What follows belongs to an exercise in optimizing a design on an open flow for small area, a short achievable clock period and few clock cycles; a production flow would make more cautious choices. Function was checked by simulation only, so behaviour that the tests miss may differ from the original. No activity file was given, so power comes from the tool's default toggle rates.

[design/flow/config.mk]
export PLATFORM = sky130hd
export DESIGN_NAME = mcv_cal
export DESIGN_NICKNAME = mcv_cal
export VERILOG_FILES = /design/flow/design.v
export SDC_FILE = /design/flow/constraint.sdc
export NUM_CORES = 4
export LEC_CHECK = 0
export CAP_MARGIN = 20
export CORE_MARGIN = 2
export CORE_UTILIZATION = 60
export SLEW_MARGIN = 20
[design/flow/constraint.sdc]
create_clock -name core_clock -period 12.0 [get_ports {clk}]
set_input_delay 2.4000 -clock core_clock [delete_from_list [all_inputs] [get_ports {clk}]]
set_output_delay 2.4000 -clock core_clock [all_outputs]
set_load 0.01 [all_outputs]
[design/flow/design.v]
module mcv_mul (
    input  wire [17:0] x,
    input  wire [15:0] g,      
    input  wire [7:0]  bo,     
    input  wire [7:0]  bt,     
    input  wire [7:0]  bn,     
    output wire [34:0] ra,
    output wire [34:0] rb
);
    wire w0 = ((x[0] & bo[0]) | (1'b0 & bt[0])) ^ bn[0];
    wire w1 = ((x[1] & bo[0]) | (x[0] & bt[0])) ^ bn[0];
    wire w2 = ((x[2] & bo[0]) | (x[1] & bt[0])) ^ bn[0];
    wire w3 = ((x[3] & bo[0]) | (x[2] & bt[0])) ^ bn[0];
    wire w4 = ((x[4] & bo[0]) | (x[3] & bt[0])) ^ bn[0];
    wire w5 = ((x[5] & bo[0]) | (x[4] & bt[0])) ^ bn[0];
    wire w6 = ((x[6] & bo[0]) | (x[5] & bt[0])) ^ bn[0];
    wire w7 = ((x[7] & bo[0]) | (x[6] & bt[0])) ^ bn[0];
    wire w8 = ((x[8] & bo[0]) | (x[7] & bt[0])) ^ bn[0];
    wire w9 = ((x[9] & bo[0]) | (x[8] & bt[0])) ^ bn[0];
    wire w10 = ((x[10] & bo[0]) | (x[9] & bt[0])) ^ bn[0];
    wire w11 = ((x[11] & bo[0]) | (x[10] & bt[0])) ^ bn[0];
    wire w12 = ((x[12] & bo[0]) | (x[11] & bt[0])) ^ bn[0];
    wire w13 = ((x[13] & bo[0]) | (x[12] & bt[0])) ^ bn[0];
    wire w14 = ((x[14] & bo[0]) | (x[13] & bt[0])) ^ bn[0];
    wire w15 = ((x[15] & bo[0]) | (x[14] & bt[0])) ^ bn[0];
    wire w16 = ((x[16] & bo[0]) | (x[15] & bt[0])) ^ bn[0];
    wire w17 = ((x[17] & bo[0]) | (x[16] & bt[0])) ^ bn[0];
    wire w18 = ((x[17] & bo[0]) | (x[17] & bt[0])) ^ bn[0];
    wire w19 = ~w18;
    wire w20 = ((x[0] & bo[1]) | (1'b0 & bt[1])) ^ bn[1];
    wire w21 = ((x[1] & bo[1]) | (x[0] & bt[1])) ^ bn[1];
    wire w22 = ((x[2] & bo[1]) | (x[1] & bt[1])) ^ bn[1];
    wire w23 = ((x[3] & bo[1]) | (x[2] & bt[1])) ^ bn[1];
    wire w24 = ((x[4] & bo[1]) | (x[3] & bt[1])) ^ bn[1];
    wire w25 = ((x[5] & bo[1]) | (x[4] & bt[1])) ^ bn[1];
    wire w26 = ((x[6] & bo[1]) | (x[5] & bt[1])) ^ bn[1];
    wire w27 = ((x[7] & bo[1]) | (x[6] & bt[1])) ^ bn[1];
    wire w28 = ((x[8] & bo[1]) | (x[7] & bt[1])) ^ bn[1];
    wire w29 = ((x[9] & bo[1]) | (x[8] & bt[1])) ^ bn[1];
    wire w30 = ((x[10] & bo[1]) | (x[9] & bt[1])) ^ bn[1];
    wire w31 = ((x[11] & bo[1]) | (x[10] & bt[1])) ^ bn[1];
    wire w32 = ((x[12] & bo[1]) | (x[11] & bt[1])) ^ bn[1];
    wire w33 = ((x[13] & bo[1]) | (x[12] & bt[1])) ^ bn[1];
    wire w34 = ((x[14] & bo[1]) | (x[13] & bt[1])) ^ bn[1];
    wire w35 = ((x[15] & bo[1]) | (x[14] & bt[1])) ^ bn[1];
    wire w36 = ((x[16] & bo[1]) | (x[15] & bt[1])) ^ bn[1];
    wire w37 = ((x[17] & bo[1]) | (x[16] & bt[1])) ^ bn[1];
    wire w38 = ((x[17] & bo[1]) | (x[17] & bt[1])) ^ bn[1];
    wire w39 = ~w38;
    wire w40 = ((x[0] & bo[2]) | (1'b0 & bt[2])) ^ bn[2];
    wire w41 = ((x[1] & bo[2]) | (x[0] & bt[2])) ^ bn[2];
    wire w42 = ((x[2] & bo[2]) | (x[1] & bt[2])) ^ bn[2];
    wire w43 = ((x[3] & bo[2]) | (x[2] & bt[2])) ^ bn[2];
    wire w44 = ((x[4] & bo[2]) | (x[3] & bt[2])) ^ bn[2];
    wire w45 = ((x[5] & bo[2]) | (x[4] & bt[2])) ^ bn[2];
    wire w46 = ((x[6] & bo[2]) | (x[5] & bt[2])) ^ bn[2];
    wire w47 = ((x[7] & bo[2]) | (x[6] & bt[2])) ^ bn[2];
    wire w48 = ((x[8] & bo[2]) | (x[7] & bt[2])) ^ bn[2];
    wire w49 = ((x[9] & bo[2]) | (x[8] & bt[2])) ^ bn[2];
    wire w50 = ((x[10] & bo[2]) | (x[9] & bt[2])) ^ bn[2];
    wire w51 = ((x[11] & bo[2]) | (x[10] & bt[2])) ^ bn[2];
    wire w52 = ((x[12] & bo[2]) | (x[11] & bt[2])) ^ bn[2];
    wire w53 = ((x[13] & bo[2]) | (x[12] & bt[2])) ^ bn[2];
    wire w54 = ((x[14] & bo[2]) | (x[13] & bt[2])) ^ bn[2];
    wire w55 = ((x[15] & bo[2]) | (x[14] & bt[2])) ^ bn[2];
    wire w56 = ((x[16] & bo[2]) | (x[15] & bt[2])) ^ bn[2];
    wire w57 = ((x[17] & bo[2]) | (x[16] & bt[2])) ^ bn[2];
    wire w58 = ((x[17] & bo[2]) | (x[17] & bt[2])) ^ bn[2];
    wire w59 = ~w58;
    wire w60 = ((x[0] & bo[3]) | (1'b0 & bt[3])) ^ bn[3];
    wire w61 = ((x[1] & bo[3]) | (x[0] & bt[3])) ^ bn[3];
    wire w62 = ((x[2] & bo[3]) | (x[1] & bt[3])) ^ bn[3];
    wire w63 = ((x[3] & bo[3]) | (x[2] & bt[3])) ^ bn[3];
    wire w64 = ((x[4] & bo[3]) | (x[3] & bt[3])) ^ bn[3];
    wire w65 = ((x[5] & bo[3]) | (x[4] & bt[3])) ^ bn[3];
    wire w66 = ((x[6] & bo[3]) | (x[5] & bt[3])) ^ bn[3];
    wire w67 = ((x[7] & bo[3]) | (x[6] & bt[3])) ^ bn[3];
    wire w68 = ((x[8] & bo[3]) | (x[7] & bt[3])) ^ bn[3];
    wire w69 = ((x[9] & bo[3]) | (x[8] & bt[3])) ^ bn[3];
    wire w70 = ((x[10] & bo[3]) | (x[9] & bt[3])) ^ bn[3];
    wire w71 = ((x[11] & bo[3]) | (x[10] & bt[3])) ^ bn[3];
    wire w72 = ((x[12] & bo[3]) | (x[11] & bt[3])) ^ bn[3];
    wire w73 = ((x[13] & bo[3]) | (x[12] & bt[3])) ^ bn[3];
    wire w74 = ((x[14] & bo[3]) | (x[13] & bt[3])) ^ bn[3];
    wire w75 = ((x[15] & bo[3]) | (x[14] & bt[3])) ^ bn[3];
    wire w76 = ((x[16] & bo[3]) | (x[15] & bt[3])) ^ bn[3];
    wire w77 = ((x[17] & bo[3]) | (x[16] & bt[3])) ^ bn[3];
    wire w78 = ((x[17] & bo[3]) | (x[17] & bt[3])) ^ bn[3];
    wire w79 = ~w78;
    wire w80 = ((x[0] & bo[4]) | (1'b0 & bt[4])) ^ bn[4];
    wire w81 = ((x[1] & bo[4]) | (x[0] & bt[4])) ^ bn[4];
    wire w82 = ((x[2] & bo[4]) | (x[1] & bt[4])) ^ bn[4];
    wire w83 = ((x[3] & bo[4]) | (x[2] & bt[4])) ^ bn[4];
    wire w84 = ((x[4] & bo[4]) | (x[3] & bt[4])) ^ bn[4];
    wire w85 = ((x[5] & bo[4]) | (x[4] & bt[4])) ^ bn[4];
    wire w86 = ((x[6] & bo[4]) | (x[5] & bt[4])) ^ bn[4];
    wire w87 = ((x[7] & bo[4]) | (x[6] & bt[4])) ^ bn[4];
    wire w88 = ((x[8] & bo[4]) | (x[7] & bt[4])) ^ bn[4];
    wire w89 = ((x[9] & bo[4]) | (x[8] & bt[4])) ^ bn[4];
    wire w90 = ((x[10] & bo[4]) | (x[9] & bt[4])) ^ bn[4];
    wire w91 = ((x[11] & bo[4]) | (x[10] & bt[4])) ^ bn[4];
    wire w92 = ((x[12] & bo[4]) | (x[11] & bt[4])) ^ bn[4];
    wire w93 = ((x[13] & bo[4]) | (x[12] & bt[4])) ^ bn[4];
    wire w94 = ((x[14] & bo[4]) | (x[13] & bt[4])) ^ bn[4];
    wire w95 = ((x[15] & bo[4]) | (x[14] & bt[4])) ^ bn[4];
    wire w96 = ((x[16] & bo[4]) | (x[15] & bt[4])) ^ bn[4];
    wire w97 = ((x[17] & bo[4]) | (x[16] & bt[4])) ^ bn[4];
    wire w98 = ((x[17] & bo[4]) | (x[17] & bt[4])) ^ bn[4];
    wire w99 = ~w98;
    wire w100 = ((x[0] & bo[5]) | (1'b0 & bt[5])) ^ bn[5];
    wire w101 = ((x[1] & bo[5]) | (x[0] & bt[5])) ^ bn[5];
    wire w102 = ((x[2] & bo[5]) | (x[1] & bt[5])) ^ bn[5];
    wire w103 = ((x[3] & bo[5]) | (x[2] & bt[5])) ^ bn[5];
    wire w104 = ((x[4] & bo[5]) | (x[3] & bt[5])) ^ bn[5];
    wire w105 = ((x[5] & bo[5]) | (x[4] & bt[5])) ^ bn[5];
    wire w106 = ((x[6] & bo[5]) | (x[5] & bt[5])) ^ bn[5];
    wire w107 = ((x[7] & bo[5]) | (x[6] & bt[5])) ^ bn[5];
    wire w108 = ((x[8] & bo[5]) | (x[7] & bt[5])) ^ bn[5];
    wire w109 = ((x[9] & bo[5]) | (x[8] & bt[5])) ^ bn[5];
    wire w110 = ((x[10] & bo[5]) | (x[9] & bt[5])) ^ bn[5];
    wire w111 = ((x[11] & bo[5]) | (x[10] & bt[5])) ^ bn[5];
    wire w112 = ((x[12] & bo[5]) | (x[11] & bt[5])) ^ bn[5];
    wire w113 = ((x[13] & bo[5]) | (x[12] & bt[5])) ^ bn[5];
    wire w114 = ((x[14] & bo[5]) | (x[13] & bt[5])) ^ bn[5];
    wire w115 = ((x[15] & bo[5]) | (x[14] & bt[5])) ^ bn[5];
    wire w116 = ((x[16] & bo[5]) | (x[15] & bt[5])) ^ bn[5];
    wire w117 = ((x[17] & bo[5]) | (x[16] & bt[5])) ^ bn[5];
    wire w118 = ((x[17] & bo[5]) | (x[17] & bt[5])) ^ bn[5];
    wire w119 = ~w118;
    wire w120 = ((x[0] & bo[6]) | (1'b0 & bt[6])) ^ bn[6];
    wire w121 = ((x[1] & bo[6]) | (x[0] & bt[6])) ^ bn[6];
    wire w122 = ((x[2] & bo[6]) | (x[1] & bt[6])) ^ bn[6];
    wire w123 = ((x[3] & bo[6]) | (x[2] & bt[6])) ^ bn[6];
    wire w124 = ((x[4] & bo[6]) | (x[3] & bt[6])) ^ bn[6];
    wire w125 = ((x[5] & bo[6]) | (x[4] & bt[6])) ^ bn[6];
    wire w126 = ((x[6] & bo[6]) | (x[5] & bt[6])) ^ bn[6];
    wire w127 = ((x[7] & bo[6]) | (x[6] & bt[6])) ^ bn[6];
    wire w128 = ((x[8] & bo[6]) | (x[7] & bt[6])) ^ bn[6];
    wire w129 = ((x[9] & bo[6]) | (x[8] & bt[6])) ^ bn[6];
    wire w130 = ((x[10] & bo[6]) | (x[9] & bt[6])) ^ bn[6];
    wire w131 = ((x[11] & bo[6]) | (x[10] & bt[6])) ^ bn[6];
    wire w132 = ((x[12] & bo[6]) | (x[11] & bt[6])) ^ bn[6];
    wire w133 = ((x[13] & bo[6]) | (x[12] & bt[6])) ^ bn[6];
    wire w134 = ((x[14] & bo[6]) | (x[13] & bt[6])) ^ bn[6];
    wire w135 = ((x[15] & bo[6]) | (x[14] & bt[6])) ^ bn[6];
    wire w136 = ((x[16] & bo[6]) | (x[15] & bt[6])) ^ bn[6];
    wire w137 = ((x[17] & bo[6]) | (x[16] & bt[6])) ^ bn[6];
    wire w138 = ((x[17] & bo[6]) | (x[17] & bt[6])) ^ bn[6];
    wire w139 = ~w138;
    wire w140 = ((x[0] & bo[7]) | (1'b0 & bt[7])) ^ bn[7];
    wire w141 = ((x[1] & bo[7]) | (x[0] & bt[7])) ^ bn[7];
    wire w142 = ((x[2] & bo[7]) | (x[1] & bt[7])) ^ bn[7];
    wire w143 = ((x[3] & bo[7]) | (x[2] & bt[7])) ^ bn[7];
    wire w144 = ((x[4] & bo[7]) | (x[3] & bt[7])) ^ bn[7];
    wire w145 = ((x[5] & bo[7]) | (x[4] & bt[7])) ^ bn[7];
    wire w146 = ((x[6] & bo[7]) | (x[5] & bt[7])) ^ bn[7];
    wire w147 = ((x[7] & bo[7]) | (x[6] & bt[7])) ^ bn[7];
    wire w148 = ((x[8] & bo[7]) | (x[7] & bt[7])) ^ bn[7];
    wire w149 = ((x[9] & bo[7]) | (x[8] & bt[7])) ^ bn[7];
    wire w150 = ((x[10] & bo[7]) | (x[9] & bt[7])) ^ bn[7];
    wire w151 = ((x[11] & bo[7]) | (x[10] & bt[7])) ^ bn[7];
    wire w152 = ((x[12] & bo[7]) | (x[11] & bt[7])) ^ bn[7];
    wire w153 = ((x[13] & bo[7]) | (x[12] & bt[7])) ^ bn[7];
    wire w154 = ((x[14] & bo[7]) | (x[13] & bt[7])) ^ bn[7];
    wire w155 = ((x[15] & bo[7]) | (x[14] & bt[7])) ^ bn[7];
    wire w156 = ((x[16] & bo[7]) | (x[15] & bt[7])) ^ bn[7];
    wire w157 = ((x[17] & bo[7]) | (x[16] & bt[7])) ^ bn[7];
    wire w158 = ((x[17] & bo[7]) | (x[17] & bt[7])) ^ bn[7];
    wire w159 = ~w158;
    wire w160 = g[15] & x[0];
    wire w161 = g[15] & x[1];
    wire w162 = g[15] & x[2];
    wire w163 = g[15] & x[3];
    wire w164 = g[15] & x[4];
    wire w165 = g[15] & x[5];
    wire w166 = g[15] & x[6];
    wire w167 = g[15] & x[7];
    wire w168 = g[15] & x[8];
    wire w169 = g[15] & x[9];
    wire w170 = g[15] & x[10];
    wire w171 = g[15] & x[11];
    wire w172 = g[15] & x[12];
    wire w173 = g[15] & x[13];
    wire w174 = g[15] & x[14];
    wire w175 = g[15] & x[15];
    wire w176 = g[15] & x[16];
    wire w177 = ~(g[15] & x[17]);
    wire w178 = w10 ^ w28;
    wire w179 = w10 & w28;
    wire w180 = w11 ^ w29;
    wire w181 = w11 & w29;
    wire w182 = w12 ^ w30 ^ w48;
    wire w183 = (w12 & w30) | (w12 & w48) | (w30 & w48);
    wire w184 = w66 ^ w84;
    wire w185 = w66 & w84;
    wire w186 = w13 ^ w31 ^ w49;
    wire w187 = (w13 & w31) | (w13 & w49) | (w31 & w49);
    wire w188 = w67 ^ w85;
    wire w189 = w67 & w85;
    wire w190 = w14 ^ w32 ^ w50;
    wire w191 = (w14 & w32) | (w14 & w50) | (w32 & w50);
    wire w192 = w68 ^ w86 ^ w104;
    wire w193 = (w68 & w86) | (w68 & w104) | (w86 & w104);
    wire w194 = w122 ^ w140;
    wire w195 = w122 & w140;
    wire w196 = w15 ^ w33 ^ w51;
    wire w197 = (w15 & w33) | (w15 & w51) | (w33 & w51);
    wire w198 = w69 ^ w87 ^ w105;
    wire w199 = (w69 & w87) | (w69 & w105) | (w87 & w105);
    wire w200 = w123 ^ w141;
    wire w201 = w123 & w141;
    wire w202 = w16 ^ w34 ^ w52;
    wire w203 = (w16 & w34) | (w16 & w52) | (w34 & w52);
    wire w204 = w70 ^ w88 ^ w106;
    wire w205 = (w70 & w88) | (w70 & w106) | (w88 & w106);
    wire w206 = w124 ^ w142 ^ w160;
    wire w207 = (w124 & w142) | (w124 & w160) | (w142 & w160);
    wire w208 = w17 ^ w35 ^ w53;
    wire w209 = (w17 & w35) | (w17 & w53) | (w35 & w53);
    wire w210 = w71 ^ w89 ^ w107;
    wire w211 = (w71 & w89) | (w71 & w107) | (w89 & w107);
    wire w212 = w125 ^ w143 ^ w161;
    wire w213 = (w125 & w143) | (w125 & w161) | (w143 & w161);
    wire w214 = w19 ^ w36 ^ w54;
    wire w215 = (w19 & w36) | (w19 & w54) | (w36 & w54);
    wire w216 = w72 ^ w90 ^ w108;
    wire w217 = (w72 & w90) | (w72 & w108) | (w90 & w108);
    wire w218 = w126 ^ w144 ^ w162;
    wire w219 = (w126 & w144) | (w126 & w162) | (w144 & w162);
    wire w220 = w37 ^ w55 ^ w73;
    wire w221 = (w37 & w55) | (w37 & w73) | (w55 & w73);
    wire w222 = w91 ^ w109 ^ w127;
    wire w223 = (w91 & w109) | (w91 & w127) | (w109 & w127);
    wire w224 = w145 ^ w163;
    wire w225 = w145 & w163;
    wire w226 = w39 ^ w56 ^ w74;
    wire w227 = (w39 & w56) | (w39 & w74) | (w56 & w74);
    wire w228 = w92 ^ w110 ^ w128;
    wire w229 = (w92 & w110) | (w92 & w128) | (w110 & w128);
    wire w230 = w146 ^ w164 ^ 1'b1;
    wire w231 = (w146 & w164) | (w146 & 1'b1) | (w164 & 1'b1);
    wire w232 = w57 ^ w75 ^ w93;
    wire w233 = (w57 & w75) | (w57 & w93) | (w75 & w93);
    wire w234 = w111 ^ w129 ^ w147;
    wire w235 = (w111 & w129) | (w111 & w147) | (w129 & w147);
    wire w236 = w165 ^ 1'b1;
    wire w237 = w165 & 1'b1;
    wire w238 = w59 ^ w76 ^ w94;
    wire w239 = (w59 & w76) | (w59 & w94) | (w76 & w94);
    wire w240 = w112 ^ w130 ^ w148;
    wire w241 = (w112 & w130) | (w112 & w148) | (w130 & w148);
    wire w242 = w77 ^ w95 ^ w113;
    wire w243 = (w77 & w95) | (w77 & w113) | (w95 & w113);
    wire w244 = w131 ^ w149;
    wire w245 = w131 & w149;
    wire w246 = w79 ^ w96 ^ w114;
    wire w247 = (w79 & w96) | (w79 & w114) | (w96 & w114);
    wire w248 = w97 ^ w115;
    wire w249 = w97 & w115;
    wire w250 = w6 ^ w24;
    wire w251 = w6 & w24;
    wire w252 = w7 ^ w25;
    wire w253 = w7 & w25;
    wire w254 = w8 ^ w26 ^ w44;
    wire w255 = (w8 & w26) | (w8 & w44) | (w26 & w44);
    wire w256 = w62 ^ w80;
    wire w257 = w62 & w80;
    wire w258 = w9 ^ w27 ^ w45;
    wire w259 = (w9 & w27) | (w9 & w45) | (w27 & w45);
    wire w260 = w63 ^ w81;
    wire w261 = w63 & w81;
    wire w262 = w178 ^ w46 ^ w64;
    wire w263 = (w178 & w46) | (w178 & w64) | (w46 & w64);
    wire w264 = w82 ^ w100 ^ bn[5];
    wire w265 = (w82 & w100) | (w82 & bn[5]) | (w100 & bn[5]);
    wire w266 = w179 ^ w180 ^ w47;
    wire w267 = (w179 & w180) | (w179 & w47) | (w180 & w47);
    wire w268 = w65 ^ w83 ^ w101;
    wire w269 = (w65 & w83) | (w65 & w101) | (w83 & w101);
    wire w270 = w181 ^ w182 ^ w184;
    wire w271 = (w181 & w182) | (w181 & w184) | (w182 & w184);
    wire w272 = w102 ^ w120 ^ bn[6];
    wire w273 = (w102 & w120) | (w102 & bn[6]) | (w120 & bn[6]);
    wire w274 = w183 ^ w185 ^ w186;
    wire w275 = (w183 & w185) | (w183 & w186) | (w185 & w186);
    wire w276 = w188 ^ w103 ^ w121;
    wire w277 = (w188 & w103) | (w188 & w121) | (w103 & w121);
    wire w278 = w187 ^ w189 ^ w190;
    wire w279 = (w187 & w189) | (w187 & w190) | (w189 & w190);
    wire w280 = w192 ^ w194 ^ bn[7];
    wire w281 = (w192 & w194) | (w192 & bn[7]) | (w194 & bn[7]);
    wire w282 = w191 ^ w193 ^ w195;
    wire w283 = (w191 & w193) | (w191 & w195) | (w193 & w195);
    wire w284 = w196 ^ w198 ^ w200;
    wire w285 = (w196 & w198) | (w196 & w200) | (w198 & w200);
    wire w286 = w197 ^ w199 ^ w201;
    wire w287 = (w197 & w199) | (w197 & w201) | (w199 & w201);
    wire w288 = w202 ^ w204 ^ w206;
    wire w289 = (w202 & w204) | (w202 & w206) | (w204 & w206);
    wire w290 = w203 ^ w205 ^ w207;
    wire w291 = (w203 & w205) | (w203 & w207) | (w205 & w207);
    wire w292 = w208 ^ w210 ^ w212;
    wire w293 = (w208 & w210) | (w208 & w212) | (w210 & w212);
    wire w294 = w209 ^ w211 ^ w213;
    wire w295 = (w209 & w211) | (w209 & w213) | (w211 & w213);
    wire w296 = w214 ^ w216 ^ w218;
    wire w297 = (w214 & w216) | (w214 & w218) | (w216 & w218);
    wire w298 = w215 ^ w217 ^ w219;
    wire w299 = (w215 & w217) | (w215 & w219) | (w217 & w219);
    wire w300 = w220 ^ w222 ^ w224;
    wire w301 = (w220 & w222) | (w220 & w224) | (w222 & w224);
    wire w302 = w221 ^ w223 ^ w225;
    wire w303 = (w221 & w223) | (w221 & w225) | (w223 & w225);
    wire w304 = w226 ^ w228 ^ w230;
    wire w305 = (w226 & w228) | (w226 & w230) | (w228 & w230);
    wire w306 = w227 ^ w229 ^ w231;
    wire w307 = (w227 & w229) | (w227 & w231) | (w229 & w231);
    wire w308 = w232 ^ w234 ^ w236;
    wire w309 = (w232 & w234) | (w232 & w236) | (w234 & w236);
    wire w310 = w233 ^ w235 ^ w237;
    wire w311 = (w233 & w235) | (w233 & w237) | (w235 & w237);
    wire w312 = w238 ^ w240 ^ w166;
    wire w313 = (w238 & w240) | (w238 & w166) | (w240 & w166);
    wire w314 = w239 ^ w241 ^ w242;
    wire w315 = (w239 & w241) | (w239 & w242) | (w241 & w242);
    wire w316 = w244 ^ w167 ^ 1'b1;
    wire w317 = (w244 & w167) | (w244 & 1'b1) | (w167 & 1'b1);
    wire w318 = w243 ^ w245 ^ w246;
    wire w319 = (w243 & w245) | (w243 & w246) | (w245 & w246);
    wire w320 = w132 ^ w150 ^ w168;
    wire w321 = (w132 & w150) | (w132 & w168) | (w150 & w168);
    wire w322 = w247 ^ w248 ^ w133;
    wire w323 = (w247 & w248) | (w247 & w133) | (w248 & w133);
    wire w324 = w151 ^ w169 ^ 1'b1;
    wire w325 = (w151 & w169) | (w151 & 1'b1) | (w169 & 1'b1);
    wire w326 = w249 ^ w99 ^ w116;
    wire w327 = (w249 & w99) | (w249 & w116) | (w99 & w116);
    wire w328 = w134 ^ w152 ^ w170;
    wire w329 = (w134 & w152) | (w134 & w170) | (w152 & w170);
    wire w330 = w117 ^ w135 ^ w153;
    wire w331 = (w117 & w135) | (w117 & w153) | (w135 & w153);
    wire w332 = w171 ^ 1'b1;
    wire w333 = w171 & 1'b1;
    wire w334 = w119 ^ w136 ^ w154;
    wire w335 = (w119 & w136) | (w119 & w154) | (w136 & w154);
    wire w336 = w137 ^ w155;
    wire w337 = w137 & w155;
    wire w338 = w4 ^ w22;
    wire w339 = w4 & w22;
    wire w340 = w5 ^ w23;
    wire w341 = w5 & w23;
    wire w342 = w250 ^ w42 ^ w60;
    wire w343 = (w250 & w42) | (w250 & w60) | (w42 & w60);
    wire w344 = w251 ^ w252 ^ w43;
    wire w345 = (w251 & w252) | (w251 & w43) | (w252 & w43);
    wire w346 = w253 ^ w254 ^ w256;
    wire w347 = (w253 & w254) | (w253 & w256) | (w254 & w256);
    wire w348 = w255 ^ w257 ^ w258;
    wire w349 = (w255 & w257) | (w255 & w258) | (w257 & w258);
    wire w350 = w259 ^ w261 ^ w262;
    wire w351 = (w259 & w261) | (w259 & w262) | (w261 & w262);
    wire w352 = w263 ^ w265 ^ w266;
    wire w353 = (w263 & w265) | (w263 & w266) | (w265 & w266);
    wire w354 = w267 ^ w269 ^ w270;
    wire w355 = (w267 & w269) | (w267 & w270) | (w269 & w270);
    wire w356 = w271 ^ w273 ^ w274;
    wire w357 = (w271 & w273) | (w271 & w274) | (w273 & w274);
    wire w358 = w275 ^ w277 ^ w278;
    wire w359 = (w275 & w277) | (w275 & w278) | (w277 & w278);
    wire w360 = w279 ^ w281 ^ w282;
    wire w361 = (w279 & w281) | (w279 & w282) | (w281 & w282);
    wire w362 = w283 ^ w285 ^ w286;
    wire w363 = (w283 & w285) | (w283 & w286) | (w285 & w286);
    wire w364 = w287 ^ w289 ^ w290;
    wire w365 = (w287 & w289) | (w287 & w290) | (w289 & w290);
    wire w366 = w291 ^ w293 ^ w294;
    wire w367 = (w291 & w293) | (w291 & w294) | (w293 & w294);
    wire w368 = w295 ^ w297 ^ w298;
    wire w369 = (w295 & w297) | (w295 & w298) | (w297 & w298);
    wire w370 = w299 ^ w301 ^ w302;
    wire w371 = (w299 & w301) | (w299 & w302) | (w301 & w302);
    wire w372 = w303 ^ w305 ^ w306;
    wire w373 = (w303 & w305) | (w303 & w306) | (w305 & w306);
    wire w374 = w307 ^ w309 ^ w310;
    wire w375 = (w307 & w309) | (w307 & w310) | (w309 & w310);
    wire w376 = w311 ^ w313 ^ w314;
    wire w377 = (w311 & w313) | (w311 & w314) | (w313 & w314);
    wire w378 = w315 ^ w317 ^ w318;
    wire w379 = (w315 & w317) | (w315 & w318) | (w317 & w318);
    wire w380 = w319 ^ w321 ^ w322;
    wire w381 = (w319 & w321) | (w319 & w322) | (w321 & w322);
    wire w382 = w323 ^ w325 ^ w326;
    wire w383 = (w323 & w325) | (w323 & w326) | (w325 & w326);
    wire w384 = w327 ^ w329 ^ w330;
    wire w385 = (w327 & w329) | (w327 & w330) | (w329 & w330);
    wire w386 = w331 ^ w333 ^ w334;
    wire w387 = (w331 & w333) | (w331 & w334) | (w333 & w334);
    wire w388 = w335 ^ w336 ^ w173;
    wire w389 = (w335 & w336) | (w335 & w173) | (w336 & w173);
    wire w390 = w337 ^ w139 ^ w156;
    wire w391 = (w337 & w139) | (w337 & w156) | (w139 & w156);
    wire w392 = w157 ^ w175;
    wire w393 = w157 & w175;
    wire w394 = w2 ^ w20;
    wire w395 = w2 & w20;
    wire w396 = w3 ^ w21;
    wire w397 = w3 & w21;
    wire w398 = w338 ^ w40 ^ bn[2];
    wire w399 = (w338 & w40) | (w338 & bn[2]) | (w40 & bn[2]);
    wire w400 = w339 ^ w340 ^ w41;
    wire w401 = (w339 & w340) | (w339 & w41) | (w340 & w41);
    wire w402 = w341 ^ w342 ^ bn[3];
    wire w403 = (w341 & w342) | (w341 & bn[3]) | (w342 & bn[3]);
    wire w404 = w343 ^ w344 ^ w61;
    wire w405 = (w343 & w344) | (w343 & w61) | (w344 & w61);
    wire w406 = w345 ^ w346 ^ bn[4];
    wire w407 = (w345 & w346) | (w345 & bn[4]) | (w346 & bn[4]);
    wire w408 = w347 ^ w348 ^ w260;
    wire w409 = (w347 & w348) | (w347 & w260) | (w348 & w260);
    wire w410 = w349 ^ w350 ^ w264;
    wire w411 = (w349 & w350) | (w349 & w264) | (w350 & w264);
    wire w412 = w351 ^ w352 ^ w268;
    wire w413 = (w351 & w352) | (w351 & w268) | (w352 & w268);
    wire w414 = w353 ^ w354 ^ w272;
    wire w415 = (w353 & w354) | (w353 & w272) | (w354 & w272);
    wire w416 = w355 ^ w356 ^ w276;
    wire w417 = (w355 & w356) | (w355 & w276) | (w356 & w276);
    wire w418 = w357 ^ w358 ^ w280;
    wire w419 = (w357 & w358) | (w357 & w280) | (w358 & w280);
    wire w420 = w359 ^ w360 ^ w284;
    wire w421 = (w359 & w360) | (w359 & w284) | (w360 & w284);
    wire w422 = w361 ^ w362 ^ w288;
    wire w423 = (w361 & w362) | (w361 & w288) | (w362 & w288);
    wire w424 = w363 ^ w364 ^ w292;
    wire w425 = (w363 & w364) | (w363 & w292) | (w364 & w292);
    wire w426 = w365 ^ w366 ^ w296;
    wire w427 = (w365 & w366) | (w365 & w296) | (w366 & w296);
    wire w428 = w367 ^ w368 ^ w300;
    wire w429 = (w367 & w368) | (w367 & w300) | (w368 & w300);
    wire w430 = w369 ^ w370 ^ w304;
    wire w431 = (w369 & w370) | (w369 & w304) | (w370 & w304);
    wire w432 = w371 ^ w372 ^ w308;
    wire w433 = (w371 & w372) | (w371 & w308) | (w372 & w308);
    wire w434 = w373 ^ w374 ^ w312;
    wire w435 = (w373 & w374) | (w373 & w312) | (w374 & w312);
    wire w436 = w375 ^ w376 ^ w316;
    wire w437 = (w375 & w376) | (w375 & w316) | (w376 & w316);
    wire w438 = w377 ^ w378 ^ w320;
    wire w439 = (w377 & w378) | (w377 & w320) | (w378 & w320);
    wire w440 = w379 ^ w380 ^ w324;
    wire w441 = (w379 & w380) | (w379 & w324) | (w380 & w324);
    wire w442 = w381 ^ w382 ^ w328;
    wire w443 = (w381 & w382) | (w381 & w328) | (w382 & w328);
    wire w444 = w383 ^ w384 ^ w332;
    wire w445 = (w383 & w384) | (w383 & w332) | (w384 & w332);
    wire w446 = w385 ^ w386 ^ w172;
    wire w447 = (w385 & w386) | (w385 & w172) | (w386 & w172);
    wire w448 = w387 ^ w388 ^ 1'b1;
    wire w449 = (w387 & w388) | (w387 & 1'b1) | (w388 & 1'b1);
    wire w450 = w389 ^ w390 ^ w174;
    wire w451 = (w389 & w390) | (w389 & w174) | (w390 & w174);
    wire w452 = w391 ^ w392 ^ 1'b1;
    wire w453 = (w391 & w392) | (w391 & 1'b1) | (w392 & 1'b1);
    wire w454 = w393 ^ w159 ^ w176;
    wire w455 = (w393 & w159) | (w393 & w176) | (w159 & w176);
    assign ra = {1'b1, w455, w453, w451, w449, w447, w445, w443, w441, w439, w437, w435, w433, w431, w429, w427, w425, w423, w421, w419, w417, w415, w413, w411, w409, w407, w405, w403, w401, w399, w397, w395, w394, w1, w0};
    assign rb = {1'b0, w177, w454, w452, w450, w448, w446, w444, w442, w440, w438, w436, w434, w432, w430, w428, w426, w424, w422, w420, w418, w416, w414, w412, w410, w408, w406, w404, w402, w400, w398, w396, bn[1], 1'b0, bn[0]};
endmodule
module mcv_add12 (
    input  wire [11:0] a,
    input  wire [11:0] b,
    output wire [12:0] s
);
    wire [11:0] p = a ^ b;
    wire g0_1 = (a[1] & b[1]) | (p[1] & (a[0] & b[0]));
    wire q0_1 = p[1] & p[0];
    wire g0_3 = (a[3] & b[3]) | (p[3] & (a[2] & b[2]));
    wire q0_3 = p[3] & p[2];
    wire g0_5 = (a[5] & b[5]) | (p[5] & (a[4] & b[4]));
    wire q0_5 = p[5] & p[4];
    wire g0_7 = (a[7] & b[7]) | (p[7] & (a[6] & b[6]));
    wire q0_7 = p[7] & p[6];
    wire g0_9 = (a[9] & b[9]) | (p[9] & (a[8] & b[8]));
    wire q0_9 = p[9] & p[8];
    wire g0_11 = (a[11] & b[11]) | (p[11] & (a[10] & b[10]));
    wire q0_11 = p[11] & p[10];
    wire g1_2 = (a[2] & b[2]) | (p[2] & g0_1);
    wire q1_2 = p[2] & q0_1;
    wire g1_3 = g0_3 | (q0_3 & g0_1);
    wire q1_3 = q0_3 & q0_1;
    wire g1_6 = (a[6] & b[6]) | (p[6] & g0_5);
    wire q1_6 = p[6] & q0_5;
    wire g1_7 = g0_7 | (q0_7 & g0_5);
    wire q1_7 = q0_7 & q0_5;
    wire g1_10 = (a[10] & b[10]) | (p[10] & g0_9);
    wire q1_10 = p[10] & q0_9;
    wire g1_11 = g0_11 | (q0_11 & g0_9);
    wire q1_11 = q0_11 & q0_9;
    wire g2_4 = (a[4] & b[4]) | (p[4] & g1_3);
    wire q2_4 = p[4] & q1_3;
    wire g2_5 = g0_5 | (q0_5 & g1_3);
    wire q2_5 = q0_5 & q1_3;
    wire g2_6 = g1_6 | (q1_6 & g1_3);
    wire q2_6 = q1_6 & q1_3;
    wire g2_7 = g1_7 | (q1_7 & g1_3);
    wire q2_7 = q1_7 & q1_3;
    wire g3_8 = (a[8] & b[8]) | (p[8] & g2_7);
    wire q3_8 = p[8] & q2_7;
    wire g3_9 = g0_9 | (q0_9 & g2_7);
    wire q3_9 = q0_9 & q2_7;
    wire g3_10 = g1_10 | (q1_10 & g2_7);
    wire q3_10 = q1_10 & q2_7;
    wire g3_11 = g1_11 | (q1_11 & g2_7);
    wire q3_11 = q1_11 & q2_7;
    assign s = {g3_11, p[11] ^ g3_10, p[10] ^ g3_9, p[9] ^ g3_8, p[8] ^ g2_7, p[7] ^ g2_6, p[6] ^ g2_5, p[5] ^ g2_4, p[4] ^ g1_3, p[3] ^ g1_2, p[2] ^ g0_1, p[1] ^ (a[0] & b[0]), p[0]};
endmodule
module mcv_cal (
    input  wire        clk,
    input  wire        rst,
    input  wire        s_valid,
    output wire        s_ready,
    input  wire [1:0]  s_op,       
    input  wire [2:0]  s_conv,
    input  wire [27:0] s_data,
    output reg         o_valid,
    output reg         o_kind,     
    output reg  [2:0]  o_conv,
    output reg  [11:0] o_raw,
    output reg         o_clamp,
    output reg         o_ok,
    output reg  [15:0] o_gain,
    output reg  [11:0] o_offset
);
    localparam OP_MEAS    = 2'd0;
    localparam OP_CAL     = 2'd1;
    localparam OP_RESTART = 2'd2;
    localparam OP_LOAD    = 2'd3;
    integer i;
    reg        busy;             
    reg        rdy;              
    assign s_ready = rdy;
    reg [11:0] cal_off  [0:7];
    reg [15:0] cal_gain [0:7];
    reg [5:0]  cal_cnt  [0:7];
    reg [16:0] sum_lo   [0:7];
    reg [16:0] sum_hi   [0:7];
    reg [7:0]  ld;
    reg [7:0]  em;
    reg [7:0]  hv;
    reg [7:0]  lt;
    reg [7:0]  ld_nx, em_nx, hv_nx, lt_nx;      
    reg        a_v;
    reg [1:0]  a_op;
    reg [2:0]  a_conv;
    reg [27:0] a_data;
    reg [7:0]  a_sc;             
    reg [7:0]  a_sx;             
    reg [7:0]  a_sm;             
    reg        a_md;             
    reg [7:0]  a_gc;             
    reg [7:0]  a_gh;             
    wire [7:0] s_dec  = 8'd1 << s_conv;
    wire       s_take = s_valid & rdy;
    wire       s_meas = s_op == OP_MEAS;
    wire       s_cal  = s_op == OP_CAL;
    wire       s_last = s_take & s_cal & |(s_dec & lt_nx);
    always @(posedge clk) begin
        a_v    <= s_take & ~rst;
        a_op   <= s_op;
        a_conv <= s_conv;
        a_data <= s_data;
        a_sc   <= s_cal   ? s_dec : 8'd0;
        a_sx   <= s_op[1] ? s_dec : 8'd0;
        a_sm   <= s_meas  ? (s_dec & ld_nx) : 8'd0;
        a_md   <= s_meas & ~|(s_dec & ld_nx);
        a_gc   <= s_cal   ? (s_dec & ~em_nx) : 8'd0;
        a_gh   <= s_cal   ? (s_dec & hv_nx) : 8'd0;
    end
    wire        go     = a_v;
    wire [11:0] a_u    = a_data[11:0];
    reg  [11:0] r_off;
    reg  [15:0] r_gain;
    reg  [5:0]  r_cnt;
    reg  [16:0] r_lo, r_hi;
    always @(*) begin
        r_off = 12'd0; r_gain = {a_md, 15'd0};
        r_cnt = 6'd0; r_lo = 17'd0; r_hi = 17'd0;
        for (i = 0; i < 8; i = i + 1) begin
            r_off   = r_off   | ({12{a_sm[i]}} & cal_off[i]);
            r_gain  = r_gain  | ({16{a_sm[i]}} & cal_gain[i]);
            r_cnt   = r_cnt   | ({6{a_gc[i]}}  & cal_cnt[i]);
            r_lo    = r_lo    | ({17{a_gc[i]}} & sum_lo[i]);
            r_hi    = r_hi    | ({17{a_gh[i]}} & sum_hi[i]);
        end
    end
    wire        c_odd  = r_cnt[0];                          
    wire [5:0]  c_cnt1 = r_cnt + 6'd1;
    wire [12:0] c_lo12, c_hi12;
    mcv_add12 u_alo (.a(r_lo[11:0]), .b(a_u), .s(c_lo12));
    mcv_add12 u_ahi (.a(r_hi[11:0]), .b(a_u), .s(c_hi12));
    wire [4:0]  c_lo5  = r_lo[16:12] + 5'd1;
    wire [4:0]  c_hi5  = r_hi[16:12] + 5'd1;
    wire [16:0] c_lo   = {c_lo12[12] ? c_lo5 : r_lo[16:12], c_lo12[11:0]};
    wire [16:0] c_hi   = {c_hi12[12] ? c_hi5 : r_hi[16:12], c_hi12[11:0]};
    wire do_cal  = go & (a_op == OP_CAL);      
    wire do_lo   = do_cal & ~c_odd;
    wire do_hi   = do_cal & c_odd;             
    wire do_last = do_cal & |(a_sc & lt);      
    wire do_rst  = go & (a_op == OP_RESTART);  
    wire do_load = go & (a_op == OP_LOAD);     
    reg [17:0] dv_d;
    reg [16:0] dv_r;
    reg [3:0]  dv_ro;
    reg [4:0]  dv_n;
    reg        dv_okm;           
    reg [7:0]  dv_sel;
    reg [5:0]  dv_km;            
    reg [15:0] dv_qg;            
    reg [11:0] dv_qo;            
    wire [2:0] dv_conv = {|dv_sel[7:4], dv_sel[7] | dv_sel[6] | dv_sel[3] | dv_sel[2],
                          dv_sel[7] | dv_sel[5] | dv_sel[3] | dv_sel[1]};
    wire        dv_k1   = (dv_n == 5'd0);
    wire [17:0] k_d     = dv_d - {1'b0, dv_r};
    wire [17:0] k_l     = k_d + 18'h6666;
    wire [21:0] k_m     = {2'b00, dv_r, 3'b000} - {4'd0, dv_d} + 22'd28679;
    wire [17:0] g_t   = {dv_r, dv_qg[15]};
    wire [18:0] g_s   = {1'b0, g_t} - {1'b0, dv_d};
    wire        g_q   = ~g_s[18];
    wire [15:0] g_nxt = {dv_qg[14:0], g_q};
    wire [4:0]  f_t   = {dv_ro, dv_qo[11]};
    wire        f_q   = (f_t >= 5'd14);
    wire        f_on  = (dv_n >= 5'd5);
    wire [11:0] f_nxt = {dv_qo[10:0], f_q ^ (dv_n == 5'd5)};
    wire        dv_last = (dv_n == 5'd16);
    wire        dv_wr   = busy & dv_last & dv_okm;
    reg        m_v;
    reg [2:0]  m_conv;
    reg [17:0] m_x;
    reg        m_g15;
    reg [7:0]  m_bo, m_bt, m_bn;     
    reg        p_v;
    reg [2:0]  p_conv;
    reg [22:0] p_a;
    reg [22:0] p_b;
    reg        p_c;
    wire [34:0] m_ra, m_rb;
    mcv_mul u_mul (.x(m_x), .g({m_g15, 15'd0}), .bo(m_bo), .bt(m_bt), .bn(m_bn),
                   .ra(m_ra), .rb(m_rb));
    wire [16:0] r_gx = {r_gain, 1'b0};
    reg  [7:0]  r_bo, r_bt, r_bn;
    always @(*) begin
        for (i = 0; i < 8; i = i + 1) begin
            r_bo[i] = r_gx[2*i+1] ^ r_gx[2*i];
            r_bt[i] = (r_gx[2*i+2] & ~r_gx[2*i+1] & ~r_gx[2*i]) |
                      (~r_gx[2*i+2] & r_gx[2*i+1] & r_gx[2*i]);
            r_bn[i] = r_gx[2*i+2] & ~(r_gx[2*i+1] & r_gx[2*i]);
        end
    end
    wire [12:0] m_lo  = {1'b0, m_ra[11:0]} + {1'b0, m_rb[11:0]};
    wire [22:0] q_up  = p_a + p_b + {22'd0, p_c};       
    wire [16:0] q_hi  = q_up[22:6];                     
    wire        m_neg = q_hi[16];
    wire        m_big = ~q_hi[16] & (q_hi[15:13] != 3'd0);
    always @(*) begin
        for (i = 0; i < 8; i = i + 1) begin
            ld_nx[i] = ld[i] | (do_load & a_sx[i]) | (dv_wr & dv_sel[i]);
            em_nx[i] = ((do_lo & a_sc[i]) ? 1'b0 : em[i]) |
                       (do_last & a_sc[i]) | (do_rst & a_sx[i]);
            hv_nx[i] = ((do_hi & a_sc[i]) | hv[i]) &
                       ~((do_last & a_sc[i]) | (do_rst & a_sx[i]));
            lt_nx[i] = ((do_cal & a_sc[i]) ? (c_cnt1 == 6'd63) : lt[i]) &
                       ~((do_last & a_sc[i]) | (do_rst & a_sx[i]));
            if (rst) begin
                ld_nx[i] = 1'b0;
                em_nx[i] = 1'b1;
                hv_nx[i] = 1'b0;
                lt_nx[i] = 1'b0;
            end
        end
    end
    always @(posedge clk) begin
        m_conv <= a_conv;
        m_x    <= {2'b00, a_u, 4'b0000} - {{6{r_off[11]}}, r_off};
        m_g15  <= r_gain[15];
        m_bo   <= r_bo;
        m_bt   <= r_bt;
        m_bn   <= r_bn;
        p_conv <= m_conv;
        p_a    <= m_ra[34:12];
        p_b    <= m_rb[34:12];
        p_c    <= m_lo[12];
        for (i = 0; i < 8; i = i + 1) begin
            if (do_lo & a_sc[i]) begin
                sum_lo[i]  <= c_lo;
                cal_cnt[i] <= c_cnt1;
            end
            if (do_hi & a_sc[i]) begin
                sum_hi[i]  <= c_hi;
                cal_cnt[i] <= c_cnt1;
            end
            if (busy ? (dv_wr & dv_sel[i]) : (do_load & a_sx[i])) begin
                cal_off[i]  <= busy ? f_nxt : a_data[11:0];
                cal_gain[i] <= busy ? g_nxt : a_data[27:12];
            end
        end
        if (!busy) begin
            dv_d    <= {1'b0, c_hi};
            dv_r    <= r_lo;
            dv_sel  <= a_sc;
            dv_n    <= 5'd0;
        end else begin
            dv_n <= dv_n + 5'd1;
            if (dv_k1) begin
                dv_d     <= k_d;
                dv_r     <= 17'h0B333;
                dv_qg    <= k_l[16:1];
                dv_ro    <= k_m[15:12];
                dv_qo    <= k_m[11:0];
                dv_km    <= k_m[21:16];
            end else begin
                if (dv_n == 5'd1)
                    dv_okm <= (dv_km == 6'd0) && ({dv_ro, dv_qo} >= 16'd21504) &&
                              ({dv_ro, dv_qo} <= 16'd35853) &&
                              (dv_d >= 18'd89077) && (dv_d <= 18'd94589);
                dv_r   <= g_q ? g_s[16:0] : g_t[16:0];
                dv_qg  <= g_nxt;
                if (f_on) begin
                    dv_ro <= f_q ? (f_t - 5'd14) : f_t[3:0];
                    dv_qo <= f_nxt;
                end
            end
        end
        o_kind  <= ~p_v;
        o_conv  <= p_v ? p_conv : dv_conv;
        o_raw   <= m_neg ? 12'd0 : (m_big ? 12'd4095 : q_hi[12:1]);
        o_clamp <= m_neg | m_big;
        o_ok    <= dv_okm;
        o_gain  <= g_nxt;
        o_offset <= f_nxt;
        ld <= ld_nx;
        em <= em_nx;
        hv <= hv_nx;
        lt <= lt_nx;
        if (rst) begin
            busy    <= 1'b0;
            rdy     <= 1'b1;
            m_v     <= 1'b0;
            p_v     <= 1'b0;
            o_valid <= 1'b0;
        end else begin
            m_v     <= go & (a_op == OP_MEAS);
            p_v     <= m_v;
            o_valid <= p_v | (busy & dv_last);
            if (s_last)
                rdy <= 1'b0;
            else if (busy & (dv_n == 5'd15))
                rdy <= 1'b1;
            if (do_last)
                busy <= 1'b1;
            else if (busy & dv_last)
                busy <= 1'b0;
        end
    end
endmodule
[design/flow/flow/run.sh]
#!/bin/bash
# The standard layout (standard.sh: the standard synthesis and the ORFS
# steps with the standard flow's config.mk and constraint.sdc, unchanged), with two
# changes to how ORFS builds it:
# - repair_timing is asked to leave more setup slack than the default, so
#   that it also shortens paths that already meet the design's clock period;
# - the buffers that ORFS puts on every input and output port are buf_4
#   cells instead of the slow delay cells it picks by default.
set -euo pipefail
bash standard.sh SETUP_SLACK_MARGIN=8.5 \
    "BUFFER_PORTS_ARGS=-buffer_cell sky130_fd_sc_hd__buf_4" finish > run_make.log 2>&1
[design/flow/standard.sh]
#!/bin/bash
# synth_recipe.tcl (not shown) runs the flow's synth.tcl, then flattens the netlist and writes it again
# the make line also repeats each setting of config.mk as NAME=value (left out here)
make -C /OpenROAD-flow-scripts/flow DESIGN_CONFIG=/design/flow/config.mk WORK_HOME=/design/flow/orfs CLKGATE_MAP_FILE= SYNTH_SCRIPT=/design/flow/synth_recipe.tcl "${@:-finish}"
==> impl_metrics.tcl, run 1 <==
set metrics [dict create \
    synth_most_common_cell "edfxtp_1" \
    grtUsageMet2 0.517 \
    reg2reg_to "sum_lo[5][15]" \
    fin_area_sq_mm 0.0484 \
    area_growth_pct 16.0 \
    ios 84 \
    cts_buffer_depth 3 \
    yosysTopAreaCell "edfxtp_1" \
    hold_violations 0 \
    critical-path-slowest-cell "dfxtp_4" \
    grt_use_met3 0.0459 \
    grt_max_degree 64 \
    crit_family "flip-flops" \
    async_reset_ff_frac 0 \
    synth_edf_count 608 \
    cts_tree "yes" \
    min_to "p_conv[0]" \
    grt_pass1_wl_microns 170000 \
    cp_slowest_stage_delay_ns 0.36 \
    ys.warnings.count 6 \
    grt_overflow 0 \
    synth_ff_type "edfxtp_1" \
    r2r_start "a_gc[0]" \
    cts_max_level 3 \
    syn_area_sq_mm 0.0417 \
    synth.top_cells.by_count "608 x edfxtp_1, 408 x a22oi_1, 275 x dfxtp_1" \
    fill_cells 4857 \
    coreArea_sq_mm 0.0687 \
    powerDensity_mw_per_mm2 136 \
    synth.yosys.seq_area_share 0.569 \
    path_cells "buf_6" \
    end_kind "output port" \
    drt_pre_antenna_iters 6 \
    crit_required_ns 9.60 \
    die_area_sq_mm 0.0717 \
    drv_cap 0 \
    slew_headroom 0.267 \
    dp_hpwl_microns 73300 \
    tightest_slew_ns 1.09 \
    std_cell_rows 96 \
    die_width_microns 268 \
    clkTransAtPathRegs_ns 0.06 \
    diodes 0 \
    critPathBufInv 1 \
    syn_inst 3401 \
    clockRootBuffer "clkbuf_16" \
    ys_top_cells_by_area "edfxtp_1 44%, dfxtp_1 13%, a22oi_1 7.3%" \
    finish.utilization 0.705 \
    cts_made_buffers 88 \
    worst-r2r-cell-count 17 \
    grt.busiest_layer "met2" \
    wire_per_inst_microns 25.1 \
    chipHeight_microns 268 \
    clkLatencyLatePin_ns 0.67 \
    initial_core_util 0.607 \
    period_share 0.295 \
    syn-num-nets 3721 \
    arrival_ns 1.14 \
    ys_seq_elements 883 \
    final_layout_size_suffix_gt1_frac 0.171 \
    ant_nets 0 \
    routed_wl_microns 115000 \
    rsz0062_at_grt "yes" \
    clock.fmax_ghz 0.283 \
    via_per_inst 6.26 \
    setup_ws_ns 8.46 \
    ys_types 86 \
    finalMaxSlewViolations 0 \
    postCtsHoldBufs 0 \
    gp_congestion 0.942 \
    drc_errors 0 \
    start_kind "flip-flop" \
    fin_skew_ns 0.0429 \
    drt_iter0_markers 2693 \
    nets 3884 \
    antenna_found_initial 2 \
    vias 28600 \
    finalSetupTns_ns 0 \
    synth_top_cell_area_share 0.437 \
    ir_worst_vdd_mv 0.155 \
    pre_cts_slack_ns 7.99 \
    p_leak_nw 17.8 \
    io_buffers 83 \
    hp-class "reg -> reg" \
    cts.sinks 883 \
    synth.avg_cell_area_sq_um 12.3 \
    cp_max_fo 1 \
    track_usage 0.317 \
    finalSetupViolations 0 \
    grt_pass1_vias 28100 \
    status "no timing/DRC/antenna violations" \
    holdPathStages 0 \
    placed_cell_area_sq_mm 0.0433 \
    min_period_ns 3.54 \
    power.total_w 0.00660 \
    r2r_setup_slack_ns 8.48 \
    critPathKind "reg -> out" \
    min_from "m_conv[0]" \
    use_met1 0.417 \
]
## cells in the final DEF (no fill, tap or decap), drive strengths merged, types with 11 or more instances in the layout
cell / Yosys / layout
a21o: 34 / 34
a21oi: 109 / 109
a221oi: 17 / 17
a22o: 11 / 11
a22oi: 408 / 408
a31oi: 19 / 19
and2: 28 / 28
and3: 16 / 16
and4: 18 / 18
buf: 27 / 249
clkbuf: 159 / 133
clkinv: 1 / 25
dfxtp: 275 / 275
edfxtp: 608 / 608
fa: 120 / 120
ha: 164 / 164
inv: 255 / 257
mux2: 31 / 31
nand2: 178 / 178
nand2b: 21 / 21
nand3: 49 / 49
nand4: 62 / 62
nor2: 175 / 175
nor2b: 26 / 26
nor3: 34 / 34
nor4: 12 / 12
o21a: 20 / 20
o21ai: 113 / 113
xnor2: 183 / 183
xor2: 89 / 90
## area by class of cell
cell class,count,area [sq um],area share
sequential,883,23900,0.495
multi-input combinational,2077,16900,0.349
clock buffer,129,2580,0.0534
timing repair buffer,258,2550,0.0528
tap,931,1160,0.0241
inverter,256,961,0.0198
clock inverter,33,323,0.00667
## how the worst max path moves through the flow
| stage | start | endpoint | slack (ns) | cells after the start |
|---|---|---|---|---|
| after global placement | a_gh[5] | dv_d[16] | 8.10 | 15 |
| final | o_offset[4] | o_offset[4] | 8.46 | 1 |
| after CTS | a_gc[6] | dv_r[0] | 8.37 | 25 |
| after floorplan | m_bn[0] | p_c | 8.45 | 13 |
| after global routing | a_gc[0] | sum_lo[3][15] | 8.37 | 17 |
| after detailed placement | a_gh[5] | dv_d[16] | 7.99 | 15 |
## flip-flops by register name, summed over array words and instances (netlist names), 22 cells and up
register and cells:
sum_hi 136, cal_cnt 48, a_data 28, p_a 22
p_b 22, sum_lo 136, cal_off 96, cal_gain 128
## stage by stage
step | hold WS (ns) | instances
2_1_floorplan | 0.310 | 3401
3_3_place_gp | 0.314 | 4286
3_5_place_dp | 0.312 | 4286
4_1_cts | 0.325 | 4487
5_1_grt | 0.337 | 4567
6_report | 0.323 | 4567
## repair_timing
action | in CTS | in global routing
gates cloned | 5 | 5
resized for setup | 170 | 150
buffers inserted | 34 | 75
pin swaps | 12 | 37
endpoints found under the hold margin | 0 | 0
setup endpoints to repair | 246 | 230
## where the power goes
| group | leakage (nW) | switching (W) | total (W) | internal (W) |
|---|---|---|---|---|
| combinational | 8.79 | 0.000283 | 0.000492 | 0.000209 |
| sequential | 7.61 | 0.0000653 | 0.00338 | 0.00331 |
| clock | 1.40 | 0.00118 | 0.00273 | 0.00155 |
| total | 17.8 | 0.00153 | 0.00660 | 0.00507 |
## cells by family after synthesis
family          after synthesis  synth area share
flops                       883             0.569
compound gates              830             0.139
simple gates                652            0.0773
buf+inv                     442            0.0400
fa+ha+maj                   284             0.107
xor+xnor                    272            0.0571
mux                          38            0.0101
## metal layers
layer,share of wire,wire [microns]
met4,0.054,6150
met3,0.070,8080
met1,0.40,45600
met5,0.00011,13
met2,0.48,54800
Testbench counts, summed over its fixed seeds: cycles 19,150.
==> run 2, diff against run 1 <==
--- a/design/flow/design.v
+++ b/design/flow/design.v
@@ -553,8 +553,6 @@
     reg [1:0]  a_op;
     reg [2:0]  a_conv;
     reg [27:0] a_data;
-    reg [7:0]  a_sc;             
-    reg [7:0]  a_sx;             
     reg [7:0]  a_sm;             
     reg        a_md;             
     reg [7:0]  a_gc;             
@@ -569,14 +567,15 @@
         a_op   <= s_op;
         a_conv <= s_conv;
         a_data <= s_data;
-        a_sc   <= s_cal   ? s_dec : 8'd0;
-        a_sx   <= s_op[1] ? s_dec : 8'd0;
         a_sm   <= s_meas  ? (s_dec & ld_nx) : 8'd0;
         a_md   <= s_meas & ~|(s_dec & ld_nx);
         a_gc   <= s_cal   ? (s_dec & ~em_nx) : 8'd0;
         a_gh   <= s_cal   ? (s_dec & hv_nx) : 8'd0;
     end
     wire        go     = a_v;
+    wire [7:0]  a_dec  = 8'd1 << a_conv;
+    wire [7:0]  a_sc   = (a_op == OP_CAL) ? a_dec : 8'd0;    
+    wire [7:0]  a_sx   = a_op[1] ? a_dec : 8'd0;             
     wire [11:0] a_u    = a_data[11:0];
     reg  [11:0] r_off;
     reg  [15:0] r_gain;
@@ -613,12 +612,11 @@
     reg [3:0]  dv_ro;
     reg [4:0]  dv_n;
     reg        dv_okm;           
-    reg [7:0]  dv_sel;
+    reg [2:0]  dv_conv;
+    wire [7:0] dv_sel = 8'd1 << dv_conv;
     reg [5:0]  dv_km;            
     reg [15:0] dv_qg;            
     reg [11:0] dv_qo;            
-    wire [2:0] dv_conv = {|dv_sel[7:4], dv_sel[7] | dv_sel[6] | dv_sel[3] | dv_sel[2],
-                          dv_sel[7] | dv_sel[5] | dv_sel[3] | dv_sel[1]};
     wire        dv_k1   = (dv_n == 5'd0);
     wire [17:0] k_d     = dv_d - {1'b0, dv_r};
     wire [17:0] k_l     = k_d + 18'h6666;
@@ -668,7 +666,7 @@
                        (do_last & a_sc[i]) | (do_rst & a_sx[i]);
             hv_nx[i] = ((do_hi & a_sc[i]) | hv[i]) &
                        ~((do_last & a_sc[i]) | (do_rst & a_sx[i]));
-            lt_nx[i] = ((do_cal & a_sc[i]) ? (c_cnt1 == 6'd63) : lt[i]) &
+            lt_nx[i] = ((do_cal & a_sc[i]) ? (~em[i] & (cal_cnt[i] == 6'd62)) : lt[i]) &
                        ~((do_last & a_sc[i]) | (do_rst & a_sx[i]));
             if (rst) begin
                 ld_nx[i] = 1'b0;
@@ -706,7 +704,7 @@
         if (!busy) begin
             dv_d    <= {1'b0, c_hi};
             dv_r    <= r_lo;
-            dv_sel  <= a_sc;
+            dv_conv <= a_conv;
             dv_n    <= 5'd0;
         end else begin
             dv_n <= dv_n + 5'd1;
--- a/design/flow/flow/run.sh
+++ b/design/flow/flow/run.sh
@@ -7,5 +7,5 @@
 # - the buffers that ORFS puts on every input and output port are buf_4
 #   cells instead of the slow delay cells it picks by default.
 set -euo pipefail
-bash standard.sh SETUP_SLACK_MARGIN=8.5 \
+bash standard.sh SETUP_SLACK_MARGIN=8.3 \
     "BUFFER_PORTS_ARGS=-buffer_cell sky130_fd_sc_hd__buf_4" finish > run_make.log 2>&1
--- a/design/flow/config.mk
+++ b/design/flow/config.mk
@@ -7,5 +7,5 @@
 export LEC_CHECK = 0
 export CAP_MARGIN = 20
 export CORE_MARGIN = 2
-export CORE_UTILIZATION = 60
+export CORE_UTILIZATION = 40
 export SLEW_MARGIN = 20
==> impl_metrics.tcl, run 2 <==
set metrics [dict create \
    finalSetupViolations 0 \
    cp_max_fo 4 \
    cts_made_buffers 92 \
    routed_wl_microns 111000 \
    final_cells 4885 \
    finalMaxSlewViolations 0 \
    postCtsHoldBufs 0 \
    use_met1 0.291 \
    ir_worst_vdd_mv 0.163 \
    cts_buffer_depth 3 \
    cts_max_level 3 \
    syn-num-nets 3687 \
    ant_nets 0 \
    async_reset_ff_frac 0 \
    syn_inst 3367 \
    synth_top_cell_area_share 0.437 \
    clkPwrFrac 0.417 \
    gp_congestion 0.882 \
    synth.top_cells.by_count "603 x edfxtp_1, 406 x a22oi_1, 259 x dfxtp_1" \
    grtUsageMet2 0.330 \
    synth_most_common_cell "edfxtp_1" \
    powerDensity_mw_per_mm2 140 \
    hp-class "reg -> reg" \
    drv_cap 0 \
    critPathBufInv 1 \
    crit_required_ns 9.60 \
    grt_use_met3 0.0332 \
    nets 3746 \
    fill_cells 9443 \
    wire_per_inst_microns 22.8 \
    critical-path-slowest-cell "dfxtp_1" \
    slew_headroom 0.304 \
    ios 84 \
    grt_pass1_vias 27000 \
    grt_pass1_wl_microns 169000 \
    swShare 0.237 \
    track_usage 0.207 \
    die_area_sq_mm 0.106 \
    io_buffers 83 \
    clockRootBuffer "clkbuf_16" \
    period_share 0.302 \
    tightest_slew_ns 1.04 \
    drc_errors 0 \
    coreArea_sq_mm 0.103 \
    place_inst 4702 \
    layout_commonest_cell "edfxtp_1" \
    clkTransAtPathRegs_ns 0.06 \
    cts.sinks 862 \
    grt_overflow 0 \
    status "no timing/DRC/antenna violations" \
    clkLatencyLatePin_ns 0.68 \
    drt_iter0_markers 2742 \
    drt_pre_antenna_iters 6 \
    yosysTopAreaCell "edfxtp_1" \
    hold_violations 0 \
    hold_ws_ns 0.326 \
    grt.busiest_layer "met2" \
    crit_family "flip-flops" \
    syn_area_sq_mm 0.0414 \
    ys_top_cells_by_area "edfxtp_1 44%, dfxtp_1 13%, a22oi_1 7.4%" \
    pwr-share-seq 0.505 \
    ys.warnings.count 6 \
    grt_max_degree 63 \
    die_width_microns 326 \
    initial_core_util 0.402 \
    most-common-layout-cells "603 x edfxtp_1, 406 x a22oi_1, 233 x dfxtp_1" \
    p_leak_nw 17.0 \
    final_layout_size_suffix_gt1_frac 0.120 \
    synth.avg_cell_area_sq_um 12.3 \
    cp_slowest_stage_delay_ns 0.40 \
    p_comb_frac 0.078 \
    fin_skew_ns 0.0363 \
    arrival_ns 1.23 \
    start_kind "flip-flop" \
    ys_types 87 \
    antenna_found_initial 4 \
    chipHeight_microns 326 \
    end_kind "output port" \
    dp_hpwl_microns 73200 \
    synth.yosys.seq_area_share 0.563 \
    path_cells "buf_4" \
    switchingPower_w 0.00155 \
    reg.largest.list "sum_hi: 136 flops, sum_lo: 136 flops, cal_gain: 128 flops" \
    critPathKind "reg -> out" \
    synth_edf_count 603 \
    vias 27400 \
    ys_seq_elements 862 \
    p_int_w 0.00499 \
    std_cell_rows 118 \
    area_growth_pct 13.2 \
    via_per_inst 5.62 \
    min_period_ns 3.63 \
    cts_tree "yes" \
    finalSetupTns_ns 0 \
    clock.fmax_ghz 0.276 \
    synth_ff_type "edfxtp_1" \
    rsz0062_at_grt "no" \
]
[run 2: cell types whose count changed after synthesis, moves of 14 or more]
| cell | change |
|---|---|
| xnor2_1 | -14 |
| nand2_1 | -19 |
| inv_1 | -24 |
| o21ai_0 | +16 |
| dfxtp_1 | -16 |
| nor2_1 | -18 |
[run 2: kinds of logic (layout without fill, tap and decap cells)]
kind of cell | count (synthesis) | in the layout | synth area share
other cells | 0 | 1 | 0
buf+inv | 422 | 559 | 0.0388
xor+xnor | 270 | 270 | 0.0575
simple gates | 650 | 650 | 0.0812
mux | 47 | 47 | 0.0127
flops | 862 | 862 | 0.563
compound gates | 832 | 832 | 0.140
fa+ha+maj | 284 | 284 | 0.108
[run 2: worst paths after layout]
| check | end | from | slack (ns) | cells past startpoint |
|---|---|---|---|---|
| setup / recovery | s_ready | rdy | 8.37 | 1 |
| hold / removal | p_conv[2] | m_conv[2] | 0.33 | 0 |
| setup reg to reg | p_b[10] | m_bt[5] | 8.42 | 8 |
| hold reg to reg | p_conv[2] | m_conv[2] | 0.33 | 0 |
[run 2: per-layer routing]
| metal | up-vias | routed length, microns |
|---|---|---|
| li1 | 12600 | - |
| met5 | - | 32 |
| met4 | 4 | 2590 |
| met1 | 13800 | 49600 |
| met2 | 917 | 51700 |
| met3 | 149 | 7360 |
[run 2: layout make-up]
cell class / count / area (sq um) / area share
inverters: 231 / 867 / 0.0185
repair buffers: 156 / 1200 / 0.0257
multi-input cells: 2083 / 16800 / 0.359
clock inverters: 42 / 324 / 0.00692
clock buffers: 130 / 2590 / 0.0552
diodes: 1 / 2.50 / 0.0000534
well taps: 1380 / 1730 / 0.0368
flip-flops and latches: 862 / 23300 / 0.498
[run 2: timing repair]
action	CTS	global route
pin swaps	3	4
gates resized for setup	25	39
buffers inserted	5	5
setup endpoints to repair	100	131
[run 2: power by group through the flow]
stage	registers, W	logic, W	clock network (W)
final	0.00331	0.000510	0.00273
after global routing	0.00331	0.000573	0.00290
after CTS	0.00331	0.000507	0.00278
after detailed placement	0.00337	0.000500	0
after global placement	0.00337	0.000496	0
after floorplan	0.00334	0.000360	0
[run 2: per-stage QoR]
stage	area, sq um	power, W	util	setup slack (ns)
after floorplan	41400	0.00370	-	8.31
after global placement	43600	0.00387	0.423	8.06
after detailed placement	43600	0.00387	0.423	7.91
after CTS	46700	0.00659	0.453	8.27
after global routing	46900	0.00678	0.455	8.30
final	46900	0.00654	0.455	8.37
Testbench counts of run 2, summed over its fixed seeds: cycles 19,150.

separate check: timing with driven ports:
In the flow no input, the clock included, has a driving cell. The finished layouts below were timed again as built, in two steps. Step 1: set_driving_cell puts a clkbuf_16 on clk and a buf_2 on each other input, an assumption about the parent block. Step 2 also shifts input and output timing later by t, the mid clock arrival at the registers, as if the neighbouring blocks saw the same clock. Three values: ideal ports, drivers, drivers and shift; two values: the first two.
run | t (ns) | slack for setup (ns) | hold WS [ns] | worst setup path after step 2
run 1 | 0.714 | 8.462 / 8.395 / 8.055 | 0.323 / 0.323 / 0.323 | input to register
run 2 | 0.727 | 8.371 / 8.304 / 8.227 | 0.326 / 0.326 / 0.326 | input to register
After both steps setup and hold are still met in every run listed. The setup slack of run 1, which loses most, moves by -0.067 ns with the drivers and by -0.407 ns with both steps.
